Background: an optimization exercise with open tools, aiming at small area, a short achievable clock period and few clock cycles per item. Do not read the settings as production practice.
Where RTL was checked, it was by simulation tests only, not by an equivalence proof against the original.
Power and IR drop assume default switching activity.

Setup of epsilon:
Design mf_thresh, start of the top module:
module mf_thresh #(
    parameter T = 8
) (
    input  wire               clk,
    input  wire               rst,           
    input  wire               in_valid,
    output wire               in_ready,
    input  wire               in_kind,       
    input  wire        [15:0] in_chan,
    input  wire signed [31:0] in_value,
    input  wire        [7:0]  in_flags,      
    input  wire        [15:0] in_tout,       
    input  wire        [15:0] in_tag,
    input  wire        [2:0]  in_thr,
    input  wire        [2:0]  in_field,      
    input  wire        [31:0] in_data,
    output wire               rep_valid,
    input  wire               rep_ready,
    output reg         [2:0]  rep_thr,
    output reg         [1:0]  rep_old,
    output reg         [1:0]  rep_new,
    output reg  signed [31:0] rep_value,
    output reg         [15:0] rep_tag
);
Size: roughly 14000 cells after synthesis, roughly 1700 flip-flops, roughly 190 I/O pins.
clock: 18.0 ns
lec_check: 0
cap_margin: 30
core_margin: 2
core_utilization: 55
place_density: 0.7
slew_margin: 30
run.sh (not shown) runs the stock make flow with config.mk's settings and CLKGATE_MAP_FILE= SYNTH_SCRIPT=/design/flow/synth_recipe.tcl, a recipe that flattens the netlist after the stock synthesis.
epsilon finished every step from synthesis to the final layout, and the layout passed the timing, design-rule and antenna checks.
The inputs of alpha differ from those of epsilon as listed below.
- PLACE_DENSITY now 0.5, was 0.7
- CORE_UTILIZATION now 30, was 55
--- outcome ---
- Taking alpha over epsilon, the global-route wire length before repair ratio works out to 1.06.
- The number of buffers added by the clock tree synthesis step of alpha exceeds that of epsilon by 10%.
- From epsilon to alpha the numbers moved as follows: clock-buffer cell count climbed 11%, switching power total shows an increase of 0.00015 W.
No functional check of the RTL was part of any run of this note.

* * *

Another version of the RTL of mf_thresh (not shown whole).
Size in the first run: about 10,000 cells after synthesis, ~190 I/O pins.
// mf_thresh
module mf_thresh #(
    parameter T = 8
) (
    input  wire               clk,
    input  wire               rst,           
    input  wire               in_valid,
    output wire               in_ready,
    input  wire               in_kind,       
    input  wire        [15:0] in_chan,
    input  wire signed [31:0] in_value,
    input  wire        [7:0]  in_flags,      
    input  wire        [15:0] in_tout,       
    input  wire        [15:0] in_tag,
    input  wire        [2:0]  in_thr,
    input  wire        [2:0]  in_field,      
    input  wire        [31:0] in_data,
    output wire               rep_valid,
    input  wire               rep_ready,
    output reg         [2:0]  rep_thr,
    output reg         [1:0]  rep_old,
    output reg         [1:0]  rep_new,
    output reg  signed [31:0] rep_value,
    output reg         [15:0] rep_tag
);
==> flow/config.mk <==
export PLATFORM = sky130hd
export DESIGN_NAME = mf_thresh
export DESIGN_NICKNAME = mf_thresh
export VERILOG_FILES = /design/flow/design.v
export SDC_FILE = /design/flow/constraint.sdc
export NUM_CORES = 4
export LEC_CHECK = 0
export CAP_MARGIN = 30
export CORE_MARGIN = 2
export CORE_UTILIZATION = 72
export CTS_CLUSTER_DIAMETER = 100
export CTS_CLUSTER_SIZE = 24
export PLACE_DENSITY = 0.82
export SLEW_MARGIN = 30
==> flow/constraint.sdc <==
create_clock -name core_clock -period 18.0 [get_ports {clk}]
set_input_delay 3.6000 -clock core_clock [delete_from_list [all_inputs] [get_ports {clk}]]
set_output_delay 3.6000 -clock core_clock [all_outputs]
set_load 0.01 [all_outputs]
standard.sh (not shown) runs the stock make flow with config.mk's settings and CLKGATE_MAP_FILE= SYNTH_SCRIPT=/design/flow/synth_recipe.tcl, a recipe that flattens the netlist after the stock synthesis.
==> flow/flow/run.sh <==
#!/bin/bash
# The standard layout, with its timing repair asked to leave extra setup
# slack on the design's clock, so that it also speeds up the paths the
# achieved period depends on. The constraints are the design's.
set -euo pipefail
bash standard.sh SETUP_SLACK_MARGIN=13 finish > standard_flow.log 2>&1
Testbench counts at the start, summed over its fixed seeds: cycles 33,483, items 32,320.
Change:
--- a/flow/config.mk
+++ b/flow/config.mk
@@ -10 +10 @@
-export CORE_UTILIZATION = 72
+export CORE_UTILIZATION = 65
@@ -13 +13 @@
-export PLACE_DENSITY = 0.82
+export PLACE_DENSITY = 0.75
The new run went through all stages and came out clean.
Sequential cell count is unchanged.
Die area went up by 11%.
Worst hold slack barely changes.
Combinational power hardly moves.
Clock power hardly moves.
Change:
--- a/flow/config.mk
+++ b/flow/config.mk
@@ -10 +10 @@
-export CORE_UTILIZATION = 65
+export CORE_UTILIZATION = 30
@@ -13 +13 @@
-export PLACE_DENSITY = 0.75
+export PLACE_DENSITY = 0.5
Outcome: Global-route usage drops by 19 points; wire length climbs by about 10%; synthesized area does not change; cell count climbs by about 22%; critical path depth is unchanged; combinational power barely changes.

## re-timing with driven ports
In the flow no input, the clock included, has a driving cell. The finished layouts below were timed again as built, in two steps. Step 1, drivers: a clkbuf_16 drives clk and a buf_2 each remaining input, both assumed. Step 2 moves the port delays by t, midway between the first and last clock arrival at a register: inputs arrive t later, outputs are due t later. That takes back most of the time a late clock gives input paths. Three values: ideal ports, drivers, drivers and shift; two values: the first two.
run | t, ns | slack for setup (ns) | pins driven straight from the clock port
epsilon | 0.951 | 9.826 / 9.826 / 9.826 | 1
alpha | 1.000 | 9.868 / 9.868 / 9.868 | 1
the first run of note 2 | 0.844 | 12.820 / 12.725 / 12.194 | 1
the second run of note 2 | 0.875 | 12.846 / 12.756 / 12.207 | 1
the third run of note 2 | 0.985 | 12.604 / 12.499 / 12.059 | 1
After both steps setup and hold are still met in every run listed. For the second run of note 2, which loses most, drivers alone change the setup slack by -0.090 ns; drivers and shift together by -0.639 ns.
